This design comes from an exercise in tuning for small area and a short achievable clock period on the open sky130 flow, not from production work.
Power figures rest on the tool's default switching activity, not on a simulated workload.

==> module dec_unit, before the edit <==
module dec_unit (
    input  wire         clk,
    input  wire         rst,       
    input  wire         trig,      
    input  wire [1:0]   op,        
    input  wire [127:0] a,
    input  wire [127:0] b,
    output reg  [127:0] r,         
    output wire         done,      
    output reg          cpl,       
    output reg          dov,       
    output reg          exc,       
    output wire [15:0]  detail     
);
    reg [127:0] a_q, b_q;          
    wire [127:0] at = a_q ^ {{32{1'b1}}, 32'd0, {32{1'b1}}, 32'd0};
    wire [127:0] bt = b_q ^ {{32{1'b1}}, 32'd0, {32{1'b1}}, 32'd0};
    reg         chk_q;
    reg [4:0]   cnt;               
    reg         done_q;            
    reg         pre_q;             
    reg         wrn_q;             
    reg         sh_q, lg_q;        
    reg         es_q;              
    reg         na_q;              
    reg         c_q;               
    reg         g_q;               
    reg         z_q;               
    reg         fa_q;              
    reg         inv_q;             
    reg         bop_q;             
    reg [4:0]   bidx_q;            
    assign done   = done_q;
    assign detail = {4'd0, bidx_q, bop_q, 1'b1, 5'd0};
    wire first  = (cnt == 5'd1);
    wire over15 = |(at[127:64] | bt[127:64]);
    wire over23 = |(at[127:96] | bt[127:96]);
    wire p1     = first | (sh_q ? (cnt == 5'd2)
                                : ((cnt[4:2] == 3'd0) & (cnt[1:0] != 2'd0)) | (cnt == 5'd4));
    wire p2     = es_q & ~g_q & (sh_q ? ((cnt == 5'd3) | (cnt == 5'd4))
                                      : ((cnt[4:2] == 3'd1) & (cnt[1:0] != 2'd0)) | (cnt == 5'd8));
    wire half   = first ? ~over15 : (sh_q | (cnt > 5'd8));
    wire fseg   = first | (cnt[0] & (sh_q | cnt[3] | cnt[4] | ~cnt[1]));
    wire nin    = es_q & (p1 | p2);            
    reg [31:0] sl;
    reg [7:0]  bad_a, bad_b, nz;
    reg        c;
    reg [3:0]  x, y, o;
    reg [4:0]  t;
    reg        co, c0, c1;
    integer i;
    always @* begin
        c = first ? es_q : (fseg ? 1'b0 : c_q);
        for (i = 0; i < 8; i = i + 1) begin
            x = at[4*i +: 4];
            y = bt[4*i +: 4];
            if (nin) y = {~(y[3] | y[2] | y[1]), y[2] ^ y[1], y[1], ~y[0]};
            if (i < 3) begin
                t  = {1'b0, x} + {1'b0, y} + {4'd0, c};
                co = t[4] | (t[3] & (t[2] | t[1]));
                o  = t[3:0] + {1'b0, co, co, 1'b0};
                c0 = 1'b0; c1 = 1'b0;
            end else begin
            t  = {1'b0, x} + {1'b0, y};
            c0 = t[4] | (t[3] & (t[2] | t[1]));           
            c1 = t[4] | (t[3] & (t[2] | t[1] | t[0]));    
            co = c ? c1 : c0;
            o  = t[3:0] + {1'b0, co, co, c};
            end
            if (p2) o = {~(o[3] | o[2] | o[1]), o[2] ^ o[1], o[1], ~o[0]};
            sl[4*i +: 4] = o;
            bad_a[i] = at[4*i+3] & (at[4*i+2] | at[4*i+1]);
            bad_b[i] = bt[4*i+3] & (bt[4*i+2] | bt[4*i+1]);
            nz[i]    = |o;
            if (i == 0 && fseg) begin
                sl[3:0]  = first ? bt[3:0] : at[3:0];      
                bad_a[0] = ~chk_q & (at[3:0] < 4'hA);
                bad_b[0] = bt[3:0] < 4'hA;
                nz[0]    = 1'b0;
            end else
                c = co;
        end
    end
    function [2:0] low8(input [7:0] v);
        integer j;
        begin
            low8 = 3'd0;
            for (j = 7; j >= 0; j = j - 1)
                if (v[j]) low8 = j[2:0];
        end
    endfunction
    wire [1:0] seg = cnt[1:0] - 2'd1;
    wire       neg_r   = es_q ? (g_q ? (na_q & ~z_q) : ~na_q)
                              : (na_q & ~(z_q & ~g_q));
    wire [3:0] sign_r  = chk_q ? at[3:0] : {3'b110, neg_r};
    wire       cdig    = sh_q & ~es_q & g_q;      
    wire       invalid = inv_q;
    wire       a_bad   = |bad_a;
    wire       b_bad   = |bad_b;
    wire       near    = lg_q ? (cnt == 5'd16) :
                         sh_q ? (cnt == 5'd4) : (cnt == 5'd10);
    wire       fin     = pre_q & ~trig;
    wire       r_wr    = ~(rst | wrn_q | trig);
    wire       r_hold  = ~rst & (wrn_q | trig);
    wire ld_a  = trig & ~op[1];
    wire t_h   = ~trig & half;                 
    wire t_f   = ~trig & ~half;                
    wire na_ld = (a[3:0] == 4'hB) || (a[3:0] == 4'hD);
    wire nb_ld = (b[3:0] == 4'hB) || (b[3:0] == 4'hD);
    always @(posedge clk) begin
        if (trig) begin
            chk_q <= op[1];
            na_q  <= na_ld;
            es_q  <= ~op[1] & (na_ld ^ nb_ld ^ op[0]);
        end
        a_q[31:0]   <=   (a[31:0]   & {32{ld_a}}) | (at[63:32] & {32{~trig}});
        a_q[63:32]  <= ~((a[63:32]  & {32{ld_a}}) | (sl & {32{t_h}}) | (at[95:64] & {32{t_f}}));
        a_q[95:64]  <=   (a[95:64]  & {32{ld_a}}) | (at[127:96] & {32{~trig}});
        a_q[127:96] <= ~((a[127:96] & {32{ld_a}}) | (at[95:64] & {32{t_h}}) | (sl & {32{t_f}}));
        b_q <= ((b & {128{trig}}) | ({32'd0, bt[127:32]} & {128{~trig}}))
             ^ {{32{1'b1}}, 32'd0, {32{1'b1}}, 32'd0};
        if (first) begin
            sh_q <= ~over15;
            lg_q <= over23;
        end
        c_q <= c;
        if (p1) begin
            g_q  <= c;
            z_q  <= ~(|nz) & (first | z_q);
            fa_q <= a_bad | (fa_q & ~first);
            inv_q <= a_bad | b_bad | (inv_q & ~first);
            if (a_bad & (~fa_q | first)) begin
                bop_q  <= 1'b0;
                bidx_q <= {seg, low8(bad_a)};
            end else if (b_bad & (~inv_q | first)) begin
                bop_q  <= 1'b1;
                bidx_q <= {seg, low8(bad_b)};
            end
        end
        cnt    <= trig ? 5'd1 : cnt + 5'd1;
        dov    <= ~invalid & ~es_q & g_q & lg_q;
        exc    <= invalid;
        pre_q <= ~rst & ~trig & ~done_q & near;
        wrn_q <= ~(~rst & ~trig & ~done_q & near & ~inv_q);  
        r <= ({at[127:65], at[64] | cdig, at[63:4], sign_r} & {128{r_wr}})
           | (r & {128{r_hold}});
        if (rst) begin
            done_q <= 1'b1;
            cpl    <= 1'b0;
        end else begin
            done_q <= ~trig & (done_q | pre_q);
            cpl    <= fin;
        end
    end
endmodule
export LEC_CHECK = 0
export CAP_MARGIN = 20
export CORE_MARGIN = 2
export CORE_UTILIZATION = 65
export SLEW_MARGIN = 60
create_clock -name core_clock -period 70.0 [get_ports {clk}]
standard.sh (not shown) runs the stock make flow with config.mk's settings and CLKGATE_MAP_FILE= SYNTH_SCRIPT=/design/flow/synth_recipe.tcl, a recipe that flattens the netlist after the stock synthesis.
==> flow/flow/run.sh <==
#!/bin/bash
# Standard ORFS layout, with the port buffers made from the smallest buffer
# cell (every input and output port still gets its own buffer), a two-level
# buffer tree for the trigger input's high-fanout nets before repair_design,
# and a clock tree of larger sink clusters from small buffers, without dummy
# loads.
set -euo pipefail
export BUFFER_PORTS_ARGS="-buffer_cell sky130_fd_sc_hd__buf_1"
export PRE_RESIZE_TCL="$PWD/flow/pre_resize.tcl"
export CTS_ARGS="-sink_clustering_enable -repair_clock_nets -dont_use_dummy_load -sink_clustering_size 14 -sink_clustering_max_diameter 90 -buf_list {sky130_fd_sc_hd__clkbuf_4 sky130_fd_sc_hd__clkbuf_8}"
bash standard.sh > standard.log 2>&1
Other scripts of this flow, unchanged in this note and not shown: flow/flow/pre_resize.tcl
The starting point completed with no timing, DRC or antenna violations.
Rerun with:
==> flow/design.v (replaced) <==
module dec_unit (
    input  wire         clk,
    input  wire         rst,       
    input  wire         trig,      
    input  wire [1:0]   op,        
    input  wire [127:0] a,
    input  wire [127:0] b,
    output reg  [127:0] r,         
    output wire         done,      
    output reg          cpl,       
    output reg          dov,       
    output reg          exc,       
    output wire [15:0]  detail     
);
    reg [127:0] a_q, b_q;          
    reg         chk_q;
    reg [4:0]   cnt;               
    reg         done_q;            
    reg         pre_q;             
    reg         wrn_q;             
    reg         sh_q, lg_q;        
    reg         es_q;              
    reg         na_q;              
    reg         c_q;               
    reg         g_q;               
    reg         z_q;               
    reg         fa_q;              
    reg         inv_q;             
    reg         bop_q;             
    reg [4:0]   bidx_q;            
    assign done   = done_q;
    assign detail = {4'd0, bidx_q, bop_q, 1'b1, 5'd0};
    wire first  = (cnt == 5'd1);
    wire over15 = |(a_q[127:64] | b_q[127:64]);
    wire over23 = |(a_q[127:96] | b_q[127:96]);
    wire p1     = first | (sh_q ? (cnt == 5'd2)
                                : ((cnt[4:2] == 3'd0) & (cnt[1:0] != 2'd0)) | (cnt == 5'd4));
    wire p2     = es_q & ~g_q & (sh_q ? ((cnt == 5'd3) | (cnt == 5'd4))
                                      : ((cnt[4:2] == 3'd1) & (cnt[1:0] != 2'd0)) | (cnt == 5'd8));
    wire half   = first ? ~over15 : (sh_q | (cnt > 5'd8));
    wire fseg   = first | (cnt[0] & (sh_q | cnt[3] | cnt[4] | ~cnt[1]));
    wire nin    = es_q & (p1 | p2);            
    reg [31:0] sl;
    reg [7:0]  bad_a, bad_b, nz;
    reg        c;
    reg [3:0]  x, y, o;
    reg [4:0]  t;
    reg        co, c0, c1;
    integer i;
    always @* begin
        c = first ? es_q : (fseg ? 1'b0 : c_q);
        for (i = 0; i < 8; i = i + 1) begin
            x = a_q[4*i +: 4];
            y = b_q[4*i +: 4];
            if (nin) y = {~(y[3] | y[2] | y[1]), y[2] ^ y[1], y[1], ~y[0]};
            t  = {1'b0, x} + {1'b0, y};
            c0 = t[4] | (t[3] & (t[2] | t[1]));           
            c1 = t[4] | (t[3] & (t[2] | t[1] | t[0]));    
            co = c ? c1 : c0;
            o  = t[3:0] + {1'b0, co, co, c};
            if (p2) o = {~(o[3] | o[2] | o[1]), o[2] ^ o[1], o[1], ~o[0]};
            sl[4*i +: 4] = o;
            bad_a[i] = a_q[4*i+3] & (a_q[4*i+2] | a_q[4*i+1]);
            bad_b[i] = b_q[4*i+3] & (b_q[4*i+2] | b_q[4*i+1]);
            nz[i]    = |o;
            if (i == 0 && fseg) begin
                sl[3:0]  = first ? b_q[3:0] : a_q[3:0];    
                bad_a[0] = ~chk_q & (a_q[3:0] < 4'hA);
                bad_b[0] = b_q[3:0] < 4'hA;
                nz[0]    = 1'b0;
            end else
                c = co;
        end
    end
    function [2:0] low8(input [7:0] v);
        integer j;
        begin
            low8 = 3'd0;
            for (j = 7; j >= 0; j = j - 1)
                if (v[j]) low8 = j[2:0];
        end
    endfunction
    wire [1:0] seg = cnt[1:0] - 2'd1;
    wire       neg_r   = es_q ? (g_q ? (na_q & ~z_q) : ~na_q)
                              : (na_q & ~(z_q & ~g_q));
    wire [3:0] sign_r  = chk_q ? a_q[3:0] : {3'b110, neg_r};
    wire       cdig    = sh_q & ~es_q & g_q;      
    wire       invalid = inv_q;
    wire       a_bad   = |bad_a;
    wire       b_bad   = |bad_b;
    wire       near    = lg_q ? (cnt == 5'd16) :
                         sh_q ? (cnt == 5'd4) : (cnt == 5'd10);
    wire       fin     = pre_q & ~trig;
    wire       r_wr    = ~(rst | wrn_q | trig);
    wire       r_hold  = ~rst & (wrn_q | trig);
    wire ld_a  = trig & ~op[1];
    wire t_h   = ~trig & half;                 
    wire t_f   = ~trig & ~half;                
    wire na_ld = (a[3:0] == 4'hB) || (a[3:0] == 4'hD);
    wire nb_ld = (b[3:0] == 4'hB) || (b[3:0] == 4'hD);
    always @(posedge clk) begin
        if (trig) begin
            chk_q <= op[1];
            na_q  <= na_ld;
            es_q  <= ~op[1] & (na_ld ^ nb_ld ^ op[0]);
        end
        a_q[31:0]   <= (a[31:0]   & {32{ld_a}}) | (a_q[63:32] & {32{~trig}});
        a_q[63:32]  <= (a[63:32]  & {32{ld_a}}) | (sl & {32{t_h}}) | (a_q[95:64] & {32{t_f}});
        a_q[95:64]  <= (a[95:64]  & {32{ld_a}}) | (a_q[127:96] & {32{~trig}});
        a_q[127:96] <= (a[127:96] & {32{ld_a}}) | (a_q[95:64] & {32{t_h}}) | (sl & {32{t_f}});
        b_q <= (b & {128{trig}}) | ({32'd0, b_q[127:32]} & {128{~trig}});
        if (first) begin
            sh_q <= ~over15;
            lg_q <= over23;
        end
        c_q <= c;
        if (p1) begin
            g_q  <= c;
            z_q  <= ~(|nz) & (first | z_q);
            fa_q <= a_bad | (fa_q & ~first);
            inv_q <= a_bad | b_bad | (inv_q & ~first);
            if (a_bad & (~fa_q | first)) begin
                bop_q  <= 1'b0;
                bidx_q <= {seg, low8(bad_a)};
            end else if (b_bad & (~inv_q | first)) begin
                bop_q  <= 1'b1;
                bidx_q <= {seg, low8(bad_b)};
            end
        end
        cnt    <= trig ? 5'd1 : cnt + 5'd1;
        dov    <= ~invalid & ~es_q & g_q & lg_q;
        exc    <= invalid;
        pre_q <= ~rst & ~trig & ~done_q & near;
        wrn_q <= ~(~rst & ~trig & ~done_q & near & ~inv_q);  
        r <= ({a_q[127:65], a_q[64] | cdig, a_q[63:4], sign_r} & {128{r_wr}})
           | (r & {128{r_hold}});
        if (rst) begin
            done_q <= 1'b1;
            cpl    <= 1'b0;
        end else begin
            done_q <= ~trig & (done_q | pre_q);
            cpl    <= fin;
        end
    end
endmodule
Outcome:
- fmax is higher by about 0.8%
- area after synthesis is higher by 4.7%
- global-route usage is lower by 1.1 points
- routed wire length is higher by 4.0%
- clock power stays flat
- sequential cell count is unchanged
- sequential power is higher by about 1%
- total power is higher by 8.3%
- utilization is higher by 0.11 points
- setup slack is better by 0.12 ns
- die area is higher by 4.6%
Function was not checked in any run of this note: the RTL went through the layout flow alone.

## afterwards: timing with drivers on the ports
In the flow no input, the clock included, has a driving cell. The finished layouts below were timed again as built, in two steps.
Step 1 assumes that a clkbuf_16 drives the clock port and a buf_2 every other input.
Step 2 adds t to the input delays and takes it off the output delays; t is the mean of the earliest and latest rising clock arrival at the registers after step 1. Input paths then give back, and output paths get back, about the clock's delay inside the block.
Three values: ideal ports, drivers, drivers and shift; two values: the first two.
run | shift t [ns] | slack for setup (ns) | hold WS [ns] | worst setup path after step 2 | cell pins on the clock port's net
the first run | 0.599 | 54.606 / 54.628 / 54.029 | 0.409 / 0.409 / 0.409 | input to register | 1
the second run | 0.588 | 54.727 / 54.745 / 54.157 | 0.455 / 0.455 / 0.455 | input to register | 1
After both steps setup and hold are still met in every run listed. The setup slack of the first run, which loses most, moves by +0.022 ns with the drivers and by -0.577 ns with both steps.
